This design comes from an exercise in tuning for small area, a short achievable clock period and few clock cycles per item on the open sky130 flow, not from production work. RTL that was checked went through simulation tests only; none was proved equivalent to the original.

// cell_check
module cell_check (
    input  wire        clk,
    input  wire        rst,
    input  wire        in_valid,
    output wire        in_ready,
    input  wire [31:0] in_data,      
    input  wire [3:0]  in_stream,    
    output reg         res_valid,    
    output reg  [1:0]  res_kind,     
    output reg  [3:0]  res_stream,
    output reg  [15:0] res_lost      
);
    localparam [31:0] POLY_R = 32'hEDB8_8320;    
    localparam [31:0] HC     = 32'h76AD_8866;
    localparam [1023:0] FM = {32'h826880EF, 32'hC35CC098, 32'hE3C6E0A3, 32'h71E37051, 32'hBA9938C7, 32'hDF241C8C, 32'h6F920E46, 32'hB5A187CC, 32'hD8B84309, 32'h6C5C2184, 32'hB446902D, 32'hD84BC8F9, 32'hEE4D6493, 32'h7726B249, 32'h3B935924, 32'h1DC9AC92, 32'h8C8C56A6, 32'h46462B53, 32'h232315A9, 32'h11918AD4, 32'h08C8C56A, 32'h046462B5, 32'h805AB1B5, 32'hC245D835, 32'h6122EC1A, 32'h3091760D, 32'h9A203BE9, 32'h4D101DF4, 32'h26880EFA, 32'h1344077D, 32'h09A203BE, 32'h04D101DF};
  ...
export LEC_CHECK = 0
export CAP_MARGIN = 20
export CORE_MARGIN = 2
export CORE_UTILIZATION = 40
export SLEW_MARGIN = 20
create_clock -name core_clock -period 8.0 [get_ports {clk}]
standard.sh (not shown) runs the stock make flow with config.mk's settings and CLKGATE_MAP_FILE= SYNTH_SCRIPT=/design/flow/synth_recipe.tcl, a recipe that flattens the netlist after the stock synthesis.
==> flow/flow/run.sh <==
#!/bin/bash
# Standard layout, with the timing repair aimed further below the clock period
# than the 5 ns SETUP_SLACK_MARGIN allows in config.mk, plain buffers on the
# ports and the clock tree settings below. Make's own output goes to make.log;
# each ORFS step writes its log under orfs/logs/.
set -euo pipefail
bash standard.sh 'BUFFER_PORTS_ARGS=-buffer_cell sky130_fd_sc_hd__buf_4' \
    'CTS_ARGS=-sink_clustering_enable -repair_clock_nets -sink_clustering_size 30 -sink_clustering_max_diameter 85 -buf_list sky130_fd_sc_hd__clkbuf_16 -dont_use_dummy_load' \
    SETUP_SLACK_MARGIN=5.6 finish > make.log 2>&1
Testbench counts at the start, summed over its fixed seeds: cycles 89,624, cells 1,280.
Edit:
--- a/flow/flow/run.sh
+++ b/flow/flow/run.sh
@@ -7,3 +7,3 @@
 bash standard.sh 'BUFFER_PORTS_ARGS=-buffer_cell sky130_fd_sc_hd__buf_4' \
-    'CTS_ARGS=-sink_clustering_enable -repair_clock_nets -sink_clustering_size 30 -sink_clustering_max_diameter 85 -buf_list sky130_fd_sc_hd__clkbuf_16 -dont_use_dummy_load' \
-    SETUP_SLACK_MARGIN=5.6 finish > make.log 2>&1
+    'CTS_ARGS=-sink_clustering_enable -repair_clock_nets -sink_clustering_size 28 -sink_clustering_max_diameter 70 -buf_list sky130_fd_sc_hd__clkbuf_16 -dont_use_dummy_load' \
+    SETUP_SLACK_MARGIN=5.75 finish > make.log 2>&1
Setup slack gets worse by 0.040 ns.
Die area does not change.
Hold slack is worse by 0.035 ns.
Critical path depth does not change.
Global-route usage rose by 0.91 points.
Clock-buffer cell count is higher by 4.
Non-clock buffer count rises by 48.
Edit:
--- a/flow/flow/run.sh
+++ b/flow/flow/run.sh
@@ -6,4 +6,4 @@
 set -euo pipefail
-bash standard.sh 'BUFFER_PORTS_ARGS=-buffer_cell sky130_fd_sc_hd__buf_4' \
+bash standard.sh 'BUFFER_PORTS_ARGS=-buffer_cell sky130_fd_sc_hd__buf_2' \
     'CTS_ARGS=-sink_clustering_enable -repair_clock_nets -sink_clustering_size 28 -sink_clustering_max_diameter 70 -buf_list sky130_fd_sc_hd__clkbuf_16 -dont_use_dummy_load' \
-    SETUP_SLACK_MARGIN=5.75 finish > make.log 2>&1
+    SETUP_SLACK_MARGIN=5.5 finish > make.log 2>&1
The changed run ran to the end with no violations.
Critical path depth is unchanged.
Clock-buffer cell count went up by 5.
Clock skew went up by 0.0095 ns.
Edit:
--- a/flow/flow/run.sh
+++ b/flow/flow/run.sh
@@ -6,3 +6,3 @@
 set -euo pipefail
-bash standard.sh 'BUFFER_PORTS_ARGS=-buffer_cell sky130_fd_sc_hd__buf_2' \
+bash standard.sh 'BUFFER_PORTS_ARGS=-buffer_cell sky130_fd_sc_hd__buf_1' \
     'CTS_ARGS=-sink_clustering_enable -repair_clock_nets -sink_clustering_size 28 -sink_clustering_max_diameter 70 -buf_list sky130_fd_sc_hd__clkbuf_16 -dont_use_dummy_load' \
Effect: Cell area is lower by 0.90%; count of clock-buffer cells in the layout falls by 2; maximum frequency went up by 0.62%; worst setup slack gets better by 0.016 ns; cell count is lower by 0.34%.

* * *

cell_check again, from the RTL that the note above started with.
==> flow/config.mk <==
export PLATFORM = sky130hd
export DESIGN_NAME = cell_check
export DESIGN_NICKNAME = cell_check
export VERILOG_FILES = /design/flow/design.v
export SDC_FILE = /design/flow/constraint.sdc
export NUM_CORES = 4
export LEC_CHECK = 0
export CAP_MARGIN = 20
export CORE_MARGIN = 2
export CORE_UTILIZATION = 40
export SLEW_MARGIN = 20
==> flow/constraint.sdc <==
create_clock -name core_clock -period 8.0 [get_ports {clk}]
set_input_delay 1.6000 -clock core_clock [delete_from_list [all_inputs] [get_ports {clk}]]
set_output_delay 1.6000 -clock core_clock [all_outputs]
set_load 0.01 [all_outputs]
==> flow/flow/run.sh <==
#!/bin/bash
# Standard layout, with the timing repair aimed further below the clock period
# than the 5 ns SETUP_SLACK_MARGIN allows in config.mk, plain buffers on the
# ports and the clock tree settings below. Make's own output goes to make.log;
# each ORFS step writes its log under orfs/logs/.
set -euo pipefail
bash standard.sh 'BUFFER_PORTS_ARGS=-buffer_cell sky130_fd_sc_hd__buf_4' \
    'CTS_ARGS=-sink_clustering_enable -repair_clock_nets -sink_clustering_size 28 -sink_clustering_max_diameter 70 -buf_list sky130_fd_sc_hd__clkbuf_16 -dont_use_dummy_load' \
    SETUP_SLACK_MARGIN=5.5 finish > make.log 2>&1
Testbench counts at the start, summed over its fixed seeds: cycles 89,624, cells 1,280.
Next try:
--- a/flow/flow/run.sh
+++ b/flow/flow/run.sh
@@ -9 +9 @@
-    SETUP_SLACK_MARGIN=5.5 finish > make.log 2>&1
+    SETUP_SLACK_MARGIN=5.4 finish > make.log 2>&1
What happened: Cell area came out lower slightly. Synthesized cell count is unchanged. Die area stays the same. Clock skew came out lower by 0.0089 ns. Worst setup slack stays flat. First-iteration DRC count came out higher by a few percent.

* * *

## beta
Another version of the RTL of cell_check (not shown whole).
Size: ~1,400 cells after synthesis, about 420 flip-flops.
Settings: LEC_CHECK=0, CAP_MARGIN=20, CORE_MARGIN=2, CORE_UTILIZATION=40, PLACE_DENSITY=0.9, SLEW_MARGIN=20; clock period 8.0 ns.
==> flow/flow/run.sh <==
#!/bin/bash
# Standard layout, with the timing repair aimed further below the clock period
# than the 5 ns SETUP_SLACK_MARGIN allows in config.mk, plain buffers on the
# ports and the clock tree settings below. Make's own output goes to make.log;
# each ORFS step writes its log under orfs/logs/.
set -euo pipefail
bash standard.sh 'BUFFER_PORTS_ARGS=-buffer_cell sky130_fd_sc_hd__buf_4' \
    'CTS_ARGS=-sink_clustering_enable -repair_clock_nets -sink_clustering_size 28 -sink_clustering_max_diameter 70 -buf_list sky130_fd_sc_hd__clkbuf_16 -dont_use_dummy_load' \
    SETUP_SLACK_MARGIN=5.45 finish > make.log 2>&1
beta went all the way through the flow, and no timing, DRC or antenna check failed.
diff inputs: beta => alpha
- PLACE_DENSITY: 0.9 -> unset
--- a/flow/flow/run.sh
+++ b/flow/flow/run.sh
@@ -6,4 +6,4 @@
 set -euo pipefail
 bash standard.sh 'BUFFER_PORTS_ARGS=-buffer_cell sky130_fd_sc_hd__buf_4' \
-    'CTS_ARGS=-sink_clustering_enable -repair_clock_nets -sink_clustering_size 28 -sink_clustering_max_diameter 70 -buf_list sky130_fd_sc_hd__clkbuf_16 -dont_use_dummy_load' \
+    'CTS_ARGS=-sink_clustering_enable -repair_clock_nets -sink_clustering_size 28 -sink_clustering_max_diameter 70 -buf_list sky130_fd_sc_hd__clkbuf_16 -dont_use_dummy_load -sink_clustering_levels 1' \
     SETUP_SLACK_MARGIN=5.45 finish > make.log 2>&1
==> comparison <==
alpha ends up with a HPWL after detailed placement that is about 0.6% higher than in beta. From beta to alpha, height of the die did not move at all. alpha — routed wire length 3.0% lower, beta as reference. [compare] base=beta new=alpha: final cell count lost 12, overall routing resource usage picked up an extra 0.20 points. On post-cts repair resize count: between alpha and beta, it ends up higher for beta. The share of the clock period used by the worst path after layout of alpha and that of beta are within noise of each other. In alpha, the worst relative slew slack came out 11 points above the value in beta. Cmp alpha vs beta: initial antenna violation count lower in alpha.
No functional check of the RTL was part of any run of this note.

* * *

== onyx ==
The RTL this note starts from:
==> flow/design.v <==
module cell_check (
    input  wire        clk,
    input  wire        rst,
    input  wire        in_valid,
    output wire        in_ready,
    input  wire [31:0] in_data,      
    input  wire [3:0]  in_stream,    
    output reg         res_valid,    
    output reg  [1:0]  res_kind,     
    output reg  [3:0]  res_stream,
    output reg  [15:0] res_lost      
);
    localparam [31:0] POLY_R = 32'hEDB8_8320;    
    localparam [31:0] HC     = 32'h76AD_8866;
    localparam [1023:0] FM = {32'h826880EF, 32'hC35CC098, 32'hE3C6E0A3, 32'h71E37051, 32'hBA9938C7, 32'hDF241C8C, 32'h6F920E46, 32'hB5A187CC, 32'hD8B84309, 32'h6C5C2184, 32'hB446902D, 32'hD84BC8F9, 32'hEE4D6493, 32'h7726B249, 32'h3B935924, 32'h1DC9AC92, 32'h8C8C56A6, 32'h46462B53, 32'h232315A9, 32'h11918AD4, 32'h08C8C56A, 32'h046462B5, 32'h805AB1B5, 32'hC245D835, 32'h6122EC1A, 32'h3091760D, 32'h9A203BE9, 32'h4D101DF4, 32'h26880EFA, 32'h1344077D, 32'h09A203BE, 32'h04D101DF};
    function [31:0] crc_shift32;
        input [31:0] x;
        integer j;
        begin
            for (j = 0; j < 32; j = j + 1)
                crc_shift32[j] = ^(x & FM[32*j +: 32]);
        end
    endfunction
    function [31:0] bswap;
        input [31:0] w;
        bswap = {w[7:0], w[15:8], w[23:16], w[31:24]};
    endfunction
    localparam [1:0] S_W0  = 2'd0,   
                     S_W1  = 2'd1,   
                     S_PRE = 2'd2,   
                     S_DAT = 2'd3;   
    reg  [1:0]  st;
    reg         rdy;         
    reg  [6:0]  wcnt;        
    reg  [31:0] cx;          
    reg         dec;         
    reg  [31:0] acc;         
    wire        take = in_valid & rdy_st;
    wire        last = (wcnt == 7'd66);
    reg         idle;
    reg  [15:0] seq;         
    reg  [3:0]  cs;          
    wire        rdy_st = (st == S_W0) || (st == S_DAT);
    assign in_ready = rdy;
    always @(posedge clk) begin
        if (st == S_W1)
            cx <= ~bswap({5'd0, acc[27:17], acc[7:0], in_data[31:24]});
        else if (st == S_PRE)
            cx <= crc_shift32(cx) ^ bswap(acc);
        else if (st == S_DAT && take)
            cx <= crc_shift32(cx) ^ (last ? ~in_data : bswap(in_data));
        if (st == S_PRE)
            wcnt <= 7'd0;
        else if (take)
            wcnt <= wcnt + 7'd1;
        dec <= 1'b0;
        rdy <= 1'b1;
        if (rst)
            st <= S_W0;
        else begin
            case (st)
            S_W0:
                if (take) begin
                    st  <= S_W1;
                    rdy <= 1'b0;
                end
            S_W1: begin
                rdy <= 1'b0;
                if (in_valid) st <= S_PRE;
            end
            S_PRE: st <= S_DAT;
            default:
                if (take && last) begin
                    st  <= S_W0;
                    dec <= 1'b1;
                end
            endcase
        end
    end
    reg  [16:0] ring [0:15];
    reg  [3:0]  head;
    reg  [15:0] lseq;        
    reg         lsync;
    reg  [3:0]  lid;
    reg         dirty;       
    wire        hit   = (head == lid);
    wire        fetch = (lid != cs) && !dirty && (head == cs);
    integer k;
    always @(posedge clk) begin
        ring[0] <= hit ? {lsync & ~rst, lseq} : {ring[15][16] & ~rst, ring[15][15:0]};
        for (k = 1; k < 16; k = k + 1)
            ring[k] <= {ring[k-1][16] & ~rst, ring[k-1][15:0]};
        head <= rst ? 4'd0 : head + 4'd1;
    end
    reg  [4:0]  hcnt;
    reg         hbusy, hdone, hdr_ok;
    reg         dq;          
    wire [15:0] delta = idle ? seq : (lsync ? (lseq ^ seq) : 16'd0);
    wire [31:0] macc  = acc[0] ? ((acc >> 1) ^ POLY_R) : (acc >> 1);
    always @(posedge clk) begin
        if (st == S_W0 && take)
            acc <= in_data;
        else if (hbusy)
            acc <= (hcnt == 5'd0) ? 32'd0 : (macc ^ (dq ? HC : 32'd0));
        if (rst || dec) begin
            hbusy  <= 1'b0;
            hdone  <= 1'b0;
        end else if (!hbusy && !hdone && hdr_ok && lid == cs) begin
            hbusy <= 1'b1;
            hcnt  <= 5'd0;
        end else if (hbusy) begin
            dq   <= delta[{~hcnt[3], hcnt[2:0]}];
            hcnt <= hcnt + 5'd1;
            if (hcnt == 5'd16) begin
                hbusy <= 1'b0;
                hdone <= 1'b1;
            end
        end
        if (rst || dec)
            hdr_ok <= 1'b0;
        else if (st == S_PRE)
            hdr_ok <= 1'b1;
    end
    reg         ok_a, ok_b, dec2;
    wire [15:0] expv   = lsync ? lseq : seq;
    wire [15:0] exp1   = expv + 16'd1;
    wire [15:0] seq1   = seq + 16'd1;
    wire [15:0] nseq   = ok_a ? exp1 : seq1;
    wire        kind2  = !idle && !ok_a && ok_b;
    wire        upd    = dec2 && !idle && (ok_a || ok_b);
    always @(posedge clk) begin
        ok_a <= (cx == acc);                   
        ok_b <= (cx == 32'd0);                 
        dec2 <= dec & ~rst;
        if (rst) begin
            lsync <= 1'b0;
            dirty <= 1'b0;
            lid   <= 4'd0;
        end else if (upd) begin
            lseq  <= nseq;
            lsync <= 1'b1;
            dirty <= 1'b1;
        end else if (fetch) begin
            lseq  <= ring[15][15:0];
            lsync <= ring[15][16];
            lid   <= cs;
        end else if (hit)
            dirty <= 1'b0;
        if (st == S_PRE) begin
            cs   <= in_stream;
            seq  <= {acc[7:0], in_data[31:24]};
            idle <= (acc[31:28] == 4'd0);
        end
        res_valid  <= dec2 & ~rst;
        res_kind   <= idle ? (ok_a ? 2'd1 : 2'd3) : (ok_a ? 2'd0 : (ok_b ? 2'd2 : 2'd3));
        res_stream <= cs;
        res_lost   <= kind2 ? (seq - lseq) : 16'd0;
    end
endmodule
export LEC_CHECK = 0
export CAP_MARGIN = 20
export CORE_MARGIN = 2
export CORE_UTILIZATION = 40
export CTS_BUF_LIST = sky130_fd_sc_hd__clkbuf_8
export CTS_CLUSTER_DIAMETER = 50
export CTS_CLUSTER_SIZE = 20
export SLEW_MARGIN = 20
create_clock -name core_clock -period 8.0 [get_ports {clk}]
==> flow/flow/run.sh <==
#!/bin/bash
# Standard layout, with the timing repair aimed further below the clock period
# than the 5 ns SETUP_SLACK_MARGIN allows in config.mk, and plain buffers on the
# ports. Make's own output goes to make.log; each ORFS step writes its log
# under orfs/logs/.
set -euo pipefail
bash standard.sh 'BUFFER_PORTS_ARGS=-buffer_cell sky130_fd_sc_hd__buf_4' SETUP_SLACK_MARGIN=5.45 finish > make.log 2>&1
onyx closes out successfully: all stages finished, all timing, DRC and antenna checks passed.
diff inputs: onyx => amber
==> flow/flow/run.sh <==
#!/bin/bash
# Standard layout, with the timing repair aimed further below the clock period
# than the 5 ns SETUP_SLACK_MARGIN allows in config.mk. Make's own output goes
# to make.log; each ORFS step writes its log under orfs/logs/.
set -euo pipefail
bash standard.sh SETUP_SLACK_MARGIN=5.45 finish > make.log 2>&1
amber vs. onyx: half-perimeter wire length after detailed placement went up 91 µm, wire length of the first global-routing pass higher. Going from onyx to amber, met2 demand-to-capacity share in global routing grows by 1.0 points. Compare onyx and amber | number of antenna violations at the first check in global routing lower: amber. Count of non-CTS buffers in the layout went up by more than 10% going from onyx to amber. Reported for onyx and amber, count of clock tree sinks turned out identical to the last digit. res_lost[2] as the end point of the critical path was reported by onyx, and res_lost[9] by amber. On delay of the slowest cell on the worst path, onyx and amber are basically level. amber contains more vias than onyx.
Function was not checked in any run of this note: the RTL went through the layout flow alone.

re-timing with driven ports:
The results above use ideal ports. As a check the final layouts listed here were re-extracted and re-timed, cells and wires unchanged. Step 1 sets driving cells, clkbuf_16 on the clock port and buf_2 on the other inputs (assumed; they add their load-dependent delay and slew). Step 2, shift: input delay + t, output delay - t, t = (earliest + latest rising clock arrival at the registers) / 2. This alone moves slack from input paths to output paths. Three values: ideal, step 1, step 2; two values: the first two.
| run | shift t [ns] | setup slack, ns | slew at the worst register clock pin (ns) | cell pins on the clock port's net |
|---|---|---|---|---|
| the first run of note 1 | 0.559 | 5.428 / 5.376 / 5.039 | 0.12 / 0.12 | 1 |
| the second run of note 1 | 0.582 | 5.388 / 5.337 / 5.097 | 0.10 / 0.10 | 1 |
| the third run of note 1 | 0.586 | 5.395 / 5.343 / 5.005 | 0.10 / 0.10 | 1 |
| the fourth run of note 1 | 0.578 | 5.411 / 5.356 / 4.822 | 0.10 / 0.10 | 1 |
| the first run of note 2 | 0.568 | 5.425 / 5.374 / 5.033 | 0.10 / 0.10 | 1 |
| the second run of note 2 | 0.564 | 5.422 / 5.375 / 4.954 | 0.10 / 0.10 | 1 |
| beta | 0.574 | 5.368 / 5.345 / 4.916 | 0.10 / 0.10 | 1 |
| alpha | 0.596 | 5.378 / 5.320 / 4.920 | 0.10 / 0.10 | 1 |
| onyx | 0.667 | 5.302 / 5.254 / 4.950 | 0.12 / 0.12 | 1 |
| amber | 0.639 | 5.323 / 5.275 / 4.873 | 0.11 / 0.11 | 1 |
After both steps setup and hold are still met in every run listed. The setup slack of the fourth run of note 1, which loses most, moves by -0.055 ns with the drivers and by -0.589 ns with both steps.
